Context: an optimization exercise on an open-source flow, tuned for small area, a short achievable clock period and few clock cycles. The choices shown serve that exercise and are no tape-out recipe.
Only simulation tests tie the RTL to the original design; equivalence was not proved.

==> flow/design.v <==
module loop_slot (
    input  wire        clk,
    input  wire        rst,
    input  wire        cfg_we,
    input  wire [6:0]  cfg_addr,
    input  wire [31:0] cfg_wdata,
    input  wire        in_valid,
    output wire        in_ready,
    input  wire [15:0] in_word,
    input  wire        in_held,
    input  wire [31:0] in_wref,
    output reg         out_valid,
    output reg  [31:0] out_u,
    output reg  [31:0] out_dlv,
    output reg  [47:0] out_yc,
    output reg  [31:0] out_e,
    output reg  [31:0] out_evals,
    output reg  [6:0]  out_flags,
    output reg  [15:0] out_e_sats,
    output reg  [15:0] out_clamps
);
    localparam [1:0] MODE_OFF = 2'd0, MODE_RUN = 2'd1, MODE_HOLD = 2'd2, MODE_MAN = 2'd3;
    localparam [1:0] S_IDLE = 2'd0, S_MAC = 2'd1, S_FIN = 2'd2;
    reg  [1:0]  cfg_mode;
    reg  [1:0]  cfg_set;
    reg         cfg_inv;
    reg  [3:0]  cfg_shift;
    reg  [23:0] sp_target;
    reg  [31:0] int_lo, int_hi, out_lo, out_hi;
    reg  [2:0]  oc_target;
    reg         oc_form;
    reg  [31:0] man;
    reg  [30:0] cg_margin;
    reg  [31:0] coef [0:35];     
    reg         started;
    reg  [31:0] eh [1:4];        
    reg  [47:0] yh [1:4];        
    reg  [47:0] yc_last;
    reg         armed;
    reg  [4:0]  calm;
    reg  [31:0] evals;
    reg  [15:0] e_sats, clamps;
    reg  [1:0]  state;
    reg  [3:0]  idx;
    reg  [79:0] acc;
    reg  [31:0] e_cur;
    reg         esat_cur;
    reg         ovr_cur;
    reg         held_cur;
    reg  [31:0] wref_cur;
    assign in_ready = (state == S_IDLE);
    wire accept = in_valid && in_ready;
    wire signed [11:0] k   = in_word[15:4];
    wire signed [24:0] kx  = {{13{k[11]}}, k};
    wire signed [24:0] x   = (cfg_inv ? -kx : kx) <<< 8;
    wire signed [24:0] r   = {sp_target[23], sp_target};
    wire signed [24:0] d   = r - x;
    wire signed [39:0] dsh = {{15{d[24]}}, d} <<< cfg_shift;
    wire        e_over = (dsh > 40'sh00_7FFF_FFFF);
    wire        e_under = (dsh < -40'sh00_8000_0000);
    wire [31:0] e_new = e_over ? 32'h7FFF_FFFF : e_under ? 32'h8000_0000 : dsh[31:0];
    wire signed [47:0] lo   = {{4{int_lo[31]}}, int_lo, 12'd0};
    wire signed [47:0] hi_i = {{4{int_hi[31]}}, int_hi, 12'd0};
    wire signed [47:0] man_s = {{4{man[31]}}, man, 12'd0};
    wire signed [47:0] man_min = (man_s < hi_i) ? man_s : hi_i;
    wire signed [47:0] preset  = (man_min > lo) ? man_min : lo;
    wire [1:0]  set_sel = cfg_set;
    wire [5:0]  coef_idx = {set_sel, 3'b000} + {4'b0000, set_sel} + {2'b00, idx};
    wire signed [31:0] mac_coef = coef[coef_idx];
    reg  signed [47:0] mac_opnd;
    always @(*) begin
        case (idx)
            4'd0:    mac_opnd = {{16{e_cur[31]}}, e_cur};
            4'd1:    mac_opnd = {{16{eh[1][31]}}, eh[1]};
            4'd2:    mac_opnd = {{16{eh[2][31]}}, eh[2]};
            4'd3:    mac_opnd = {{16{eh[3][31]}}, eh[3]};
            4'd4:    mac_opnd = {{16{eh[4][31]}}, eh[4]};
            4'd5:    mac_opnd = yh[1];
            4'd6:    mac_opnd = yh[2];
            4'd7:    mac_opnd = yh[3];
            default: mac_opnd = yh[4];
        endcase
    end
    wire signed [79:0] prod = mac_coef * mac_opnd;
    wire signed [79:0] term = (idx <= 4'd4) ? (prod <<< 12) : prod;
    wire signed [79:0] acc_r  = $signed(acc) + 80'sd134217728;    
    wire signed [51:0] y_full = acc_r[79:28];
    wire signed [47:0] y = (y_full > 52'sh0_7FFF_FFFF_FFFF) ? 48'sh7FFF_FFFF_FFFF :
                           (y_full < -52'sh0_8000_0000_0000) ? 48'sh8000_0000_0000 :
                           y_full[47:0];
    wire        hold_on = held_cur && (oc_target == 3'd4);
    wire signed [32:0] hsum = {wref_cur[31], wref_cur} + {2'b00, cg_margin};
    wire signed [47:0] hlim = {{3{hsum[32]}}, hsum, 12'd0};
    wire signed [47:0] hi   = (hold_on && hlim < hi_i) ? hlim : hi_i;
    wire signed [47:0] y_min = (y < hi) ? y : hi;
    wire signed [47:0] y_clp = (y_min > lo) ? y_min : lo;
    wire signed [47:0] m_min = (man_s < hi) ? man_s : hi;
    wire signed [47:0] m_clp = (m_min > lo) ? m_min : lo;
    wire signed [47:0] yc    = (cfg_mode == MODE_MAN) ? m_clp : y_clp;
    wire        clamped_lo = (y < lo);
    wire        clamped_hi = (y > hi_i);
    wire        clamped    = clamped_lo || clamped_hi;
    wire signed [47:0] yc_r   = yc + 48'sd2048;
    wire signed [35:0] u_full = yc_r[47:12];
    wire signed [31:0] u_sat  = (u_full > 36'sh0_7FFF_FFFF) ? 32'sh7FFF_FFFF :
                                (u_full < -36'sh0_8000_0000) ? 32'sh8000_0000 :
                                u_full[31:0];
    wire signed [31:0] u_min  = (u_sat < $signed(out_hi)) ? u_sat : $signed(out_hi);
    wire signed [31:0] uc     = (u_min > $signed(out_lo)) ? u_min : $signed(out_lo);
    wire        out_lim = (uc != u_sat);
    reg  [31:0] dlv;
    always @(*) begin
        if (oc_target == 3'd1 || oc_target == 3'd2) begin
            if (uc[31])
                dlv = 32'd0;
            else if (!oc_form && uc > 32'sh0100_0000)
                dlv = 32'h0100_0000;
            else
                dlv = uc;
        end else begin
            dlv = uc;
        end
    end
    wire        raise = clamped && armed;
    integer i;
    always @(posedge clk) begin
        if (rst) begin
            cfg_mode   <= MODE_OFF;
            cfg_set    <= 2'd0;
            cfg_inv    <= 1'b0;
            cfg_shift  <= 4'd0;
            sp_target  <= 24'd0;
            int_lo     <= 32'h0000_0000;
            int_hi     <= 32'h0100_0000;
            out_lo     <= 32'h0000_0000;
            out_hi     <= 32'h0100_0000;
            oc_target  <= 3'd0;
            oc_form    <= 1'b0;
            man        <= 32'd0;
            cg_margin  <= 31'd0;
            for (i = 0; i < 36; i = i + 1)
                coef[i] <= 32'd0;
            started    <= 1'b0;
            yc_last    <= 48'd0;
            armed      <= 1'b0;
            calm       <= 5'd0;
            evals      <= 32'd0;
            e_sats     <= 16'd0;
            clamps     <= 16'd0;
            state      <= S_IDLE;
            idx        <= 4'd0;
            acc        <= 80'd0;
            out_valid  <= 1'b0;
        end else begin
            out_valid <= 1'b0;
            if (cfg_we && in_ready) begin
                if (cfg_addr[6]) begin
                    if (cfg_addr[3:0] <= 4'd8)
                        coef[{4'b0000, cfg_addr[5:4]} * 6'd9 + {2'b00, cfg_addr[3:0]}] <= cfg_wdata;
                end else begin
                    case (cfg_addr[5:0])
                        6'd0: begin
                            cfg_mode   <= cfg_wdata[1:0];
                            cfg_set    <= cfg_wdata[5:4];
                            cfg_inv    <= cfg_wdata[12];
                            cfg_shift  <= cfg_wdata[19:16];
                            if (cfg_wdata[1:0] == MODE_OFF) begin
                                started <= 1'b0;
                            end else if (started && cfg_wdata[8] && cfg_wdata[5:4] != cfg_set) begin
                                for (i = 1; i <= 4; i = i + 1) begin
                                    eh[i] <= 32'd0;
                                    yh[i] <= yc_last;
                                end
                            end
                        end
                        6'd1: sp_target <= cfg_wdata[23:0];
                        6'd2: int_lo    <= cfg_wdata;
                        6'd3: int_hi    <= cfg_wdata;
                        6'd4: out_lo    <= cfg_wdata;
                        6'd5: out_hi    <= cfg_wdata;
                        6'd6: begin
                            oc_target <= cfg_wdata[2:0];
                            oc_form   <= cfg_wdata[4];
                        end
                        6'd7: man       <= cfg_wdata;
                        6'd8: begin
                            if (cfg_wdata[0]) begin
                                e_sats <= 16'd0;
                                clamps <= 16'd0;
                            end
                            if (cfg_wdata[1] && cfg_mode != MODE_RUN) begin
                                for (i = 1; i <= 4; i = i + 1) begin
                                    eh[i] <= 32'd0;
                                    yh[i] <= 48'd0;
                                end
                            end
                        end
                        6'd9: cg_margin <= cfg_wdata[30:0];
                        default: ;
                    endcase
                end
            end
            case (state)
                S_IDLE: begin
                    if (accept && cfg_mode != MODE_OFF) begin
                        if (!started) begin
                            started <= 1'b1;
                            armed   <= 1'b1;
                            calm    <= 5'd0;
                            evals   <= 32'd0;
                            for (i = 1; i <= 4; i = i + 1) begin
                                eh[i] <= 32'd0;
                                yh[i] <= preset;
                            end
                        end
                        if (cfg_mode != MODE_HOLD) begin
                            e_cur    <= e_new;
                            esat_cur <= e_over || e_under;
                            ovr_cur  <= in_word[3];
                            held_cur <= in_held;
                            wref_cur <= in_wref;
                            acc      <= 80'd0;
                            idx      <= 4'd0;
                            state    <= S_MAC;
                        end
                    end
                end
                S_MAC: begin
                    acc <= acc + term;
                    if (idx == 4'd8)
                        state <= S_FIN;
                    else
                        idx <= idx + 4'd1;
                end
                default: begin   
                    eh[4] <= eh[3];
                    eh[3] <= eh[2];
                    eh[2] <= eh[1];
                    eh[1] <= e_cur;
                    yh[4] <= yh[3];
                    yh[3] <= yh[2];
                    yh[2] <= yh[1];
                    yh[1] <= yc;
                    yc_last <= yc;
                    evals <= evals + 32'd1;
                    if (clamped) begin
                        calm <= 5'd0;
                        if (armed)
                            armed <= 1'b0;
                    end else begin
                        if (calm != 5'd16)
                            calm <= calm + 5'd1;
                        if (calm >= 5'd15)
                            armed <= 1'b1;
                    end
                    if (esat_cur && e_sats != 16'hFFFF)
                        e_sats <= e_sats + 16'd1;
                    if (raise && clamps != 16'hFFFF)
                        clamps <= clamps + 16'd1;
                    out_valid  <= 1'b1;
                    out_u      <= uc;
                    out_dlv    <= dlv;
                    out_yc     <= yc;
                    out_e      <= e_cur;
                    out_evals  <= evals + 32'd1;
                    out_flags  <= {raise, hold_on, out_lim, clamped_hi, clamped_lo, ovr_cur, esat_cur};
                    out_e_sats <= (esat_cur && e_sats != 16'hFFFF) ? e_sats + 16'd1 : e_sats;
                    out_clamps <= (raise && clamps != 16'hFFFF) ? clamps + 16'd1 : clamps;
                    state <= S_IDLE;
                end
            endcase
        end
    end
endmodule
==> flow/run.sh <==
#!/bin/bash
# synth_recipe.tcl (not shown) runs the flow's synth.tcl, then flattens the netlist and writes it again
# the make line also repeats each setting of config.mk as NAME=value (left out here)
make -C /OpenROAD-flow-scripts/flow DESIGN_CONFIG=/design/flow/config.mk WORK_HOME=/design/flow/orfs CLKGATE_MAP_FILE= SYNTH_SCRIPT=/design/flow/synth_recipe.tcl finish
==> flow/config.mk <==
export PLATFORM = sky130hd
export DESIGN_NAME = loop_slot
export DESIGN_NICKNAME = loop_slot
export VERILOG_FILES = /design/flow/design.v
export SDC_FILE = /design/flow/constraint.sdc
export NUM_CORES = 4
export LEC_CHECK = 0
export CAP_MARGIN = 20
export CORE_MARGIN = 2
export CORE_UTILIZATION = 40
export SLEW_MARGIN = 20
==> flow/constraint.sdc <==
create_clock -name core_clock -period 30.0 [get_ports {clk}]
set_input_delay 6.0000 -clock core_clock [delete_from_list [all_inputs] [get_ports {clk}]]
set_output_delay 6.0000 -clock core_clock [all_outputs]
set_load 0.01 [all_outputs]
==> results.txt <==
metal layers:
layer / vias up / part of all wire / GRT usage
li1: 62600 / - / -
met1: 74280 / 0.41 / 0.3621
met2: 6585 / 0.45 / 0.4063
met3: 1124 / 0.10 / 0.06273
met4: 16 / 0.047 / 0.1095
met5: - / 0.00014 / 0
layout by cell type, fill, tap and decap left out, types with 49 or more instances in the layout:
cell type / n
edfxtp_1: 2650
nand2_1: 2333
inv_1: 1885
fa_1: 1567
and2_1: 1280
a21oi_1: 873
nor2_1: 836
o21ai_0: 727
ha_1: 721
mux4_2: 640
buf_4: 527
dfxtp_1: 433
clkbuf_16: 329
clkdlybuf4s50_1: 272
a22oi_1: 264
nor2b_1: 229
xnor2_1: 229
a22o_1: 217
a21o_1: 213
nand4_1: 152
xor2_1: 147
nand3_1: 146
a211oi_1: 145
nor3_1: 107
nand2b_1: 100
mux2i_1: 92
and3_1: 86
clkinv_1: 75
clkbuf_1: 74
o21bai_1: 49
final cells by class:
class	instances	area share
multi-input combinational	12010	0.4674
tap	6757	0.03704
timing repair buffer	838	0.03157
sequential	3084	0.3868
inverter	1893	0.03121
clock buffer	418	0.03820
clock inverter	183	0.007670
antenna	17	0.0001864
worst paths after layout:
path / start / to / slack, ns
hold reg to reg: ovr_cur / out_flags[1] / 0.43
setup reg to reg: wref_cur[1] / out_flags[4] / 3.59
setup / recovery: wref_cur[1] / out_flags[4] / 3.59
hold / removal: ovr_cur / out_flags[1] / 0.43
registers in the layout, summed over array words and instances, names as in the netlist, 48 cells and up:
register	flops
coef	2048
yh	192
eh	128
acc	80
out_yc	48
yc_last	48
cell families after synthesis:
family                     after synthesis
AOI/OAI and AO/OA                     3023
muxes                                  764
xor gates and xnor gates               379
adders and majority gates             2292
DFF                                   3084
and+or+nand+nor                       5553
buffers and inverters                 3105
critical path, delay by kind of cell (launching register included):
family | cells | cell delay [ns]
compound gates | 36 | 10.00
simple gates | 35 | 10.85
xor+xnor | 2 | 0.27
mux | 2 | 0.68
buf+inv | 5 | 1.69
fa+ha+maj | 7 | 2.06
flops | 1 | 0.44
per-stage QoR:
step	instances	setup slack, ns
6_report	25200	3.593
4_1_cts	25180	4.167
5_1_grt	25190	2.370
2_1_floorplan	18200	6.025
3_5_place_dp	24580	4.263
3_3_place_gp	24580	4.344
==> key figures <==
Timing
  – Clock Skew: 0.04911 ns
  – Least-Margin Pin Slew: 1.280 ns
  – Final worst path period need: 26.41 ns
  – Highest clock rate: 37.87 MHz
  – Slew Limit Headroom: 0.1408
  – Period utilization: 0.8802
  – Final hold vios: 0
  – Final Max Tran Viols: 0
  – Setup TNS: 0 ns
  – RSZ-0062 raised after global routing: false
  – Hold WS: 0.4279 ns
  – # setup viols final: 0

Clock network
  – Worst-path clk slew: 0.06 ns
  – Root cell of the clock tree: clkbuf_16
  – Longest Clk Path Bufs: 4
  – TritonCTS clock tree: built
  – Skew-Pair Late Insertion Delay: 0.98 ns
  – Post-CTS sizing: 0
  – CTS Buf Count: 327
  – Postcts setup bufs: 0
  – Clk sinks: 3084
  – Post-CTS Hold Buffers: 0
  – CTS H-Tree Depth: 5

Synthesis
  – Syn Nets: 20580
  – Synth async-reset ratio: 0
  – Ys Warns: 3
  – Mean post-synth cell area: 11.28 sq um
  – Top-count cell post-synth: edfxtp_1
  – Seq/Total Area, Yosys: 0.4301
  – Adder-cell share of the synthesized area: 0.1971
  – Number of synthesized register bits: 3084
  – Cells after synthesis: 18200
  – Main combinational cell family by area after synthesis: adder cells
  – Synth top area cells: edfxtp_1 (39%), fa_1 (15%), mux4_2 (7.0%), ha_1 (4.4%), nand2_1 (4.3%)
  – Yosys cell types: ~110
  – Commonest cells post-synth: edfxtp_1 (2650), nand2_1 (2340), inv_1 (1887), fa_1 (1568), and2_1 (1285)
  – Xor and xnor area share after synthesis: 0.01618
  – Synth Area in Compound Gates: 0.09369
  – Post-synth top area cell: edfxtp_1
  – Post-Syn Area: a little over 200000 sq um
  – Number of synthesized flops with an enable pin: roughly 2700
  – Area share of the largest cell type after synthesis: 0.3878
  – Post-synthesis mux area share: 0.07653
  – Synth Flop Type: edfxtp_1
  – Post-Synth Simple-Gate Area: 0.1292

Routing
  – Via count: about 140k
  – Routed WL: 696600 microns
  – DRC marker count from the first detailed-route iteration: approximately 16000
  – Via density: ~5.7
  – Routed WL per cell: 27.64 microns
  – Routed Antenna Nets: 0
  – DRT Pass-1 Iters: 6
  – Post-route DRC: 0

Setup path
  – WP data required: 30.64 ns
  – CP max-delay cell: nand2_1
  – Setup crit start kind: flop
  – Critical Path AT: 27.05 ns
  – CP Max Fanout: just under 60
  – Critical path's largest stage delay: 0.91 ns
  – R2R cell count: between 80 and 90
  – CP Capture Type: flop
  – Critical path's most frequent cell: ha_1
  – Critical setup path kind: flop to flop

Job
  – Max-capacitance violation count: 0

Min path
  – Hold Path Stages: 0
  – Worst Hold Class: flop to flop

Final layout
  – Post-Route Utilization: 0.4457
  – Fin area: around 230000 sq um
  – Area of the multi-input gates: 106700 sq um
  – Reg area: just under 90000 sq um
  – Nets: ~20000
  – Fillers: 47260
  – Layout area overhead: 11.21%
  – Layout cells sized above 1: 0.1073

Floorplan
  – Core area: 512000 sq um
  – Die area: slightly above 500000 sq um
  – Die X-Extent: 720.3 microns
  – Die H: 720.3 microns
  – IO Count: 309
  – Initial core utilization: 0.4008
  – Site row count: 263

Placement
  – Placed inst area: 217600 sq um
  – Placer Congestion: 0.9735
  – DPL Wire Length: roughly 470000 microns
  – Input/output buffers: approximately 310

Global route
  – Largest net degree at the start of global routing: 157
  – Initial antenna violation count: 51
  – Tot GR Track Use: 0.2650
  – Gr ovfl total: 0
  – Vias in the first global route: 144300
  – First-pass GRT wire length: 1012000 microns

Run status
  – Outcome: no timing/DRC/antenna violations
Testbench counts, summed over its fixed seeds: cycles 90,392.

-- static timing again, ports no longer ideal --
Ports are ideal in the flow. The routed layout listed here was re-timed in OpenROAD.
Step 1 assumes that a clkbuf_16 drives the clock port and a buf_2 every other input.
Step 2 also shifts input and output timing later by t, the mid clock arrival at the registers, as if the neighbouring blocks saw the same clock.
a / b / c = ideal / step 1 / step 2; a / b = the first two.
t (ns): 1.079
setup WS [ns]: 3.593 / 3.593 / 3.593
hold slack, ns: 0.428 / 0.428 / 0.428
cell pins on the clock port's net: 1
After both steps setup and hold are still met in this run. The setup slack of this run moves by 0.000 ns with the drivers and by 0.000 ns with both steps.
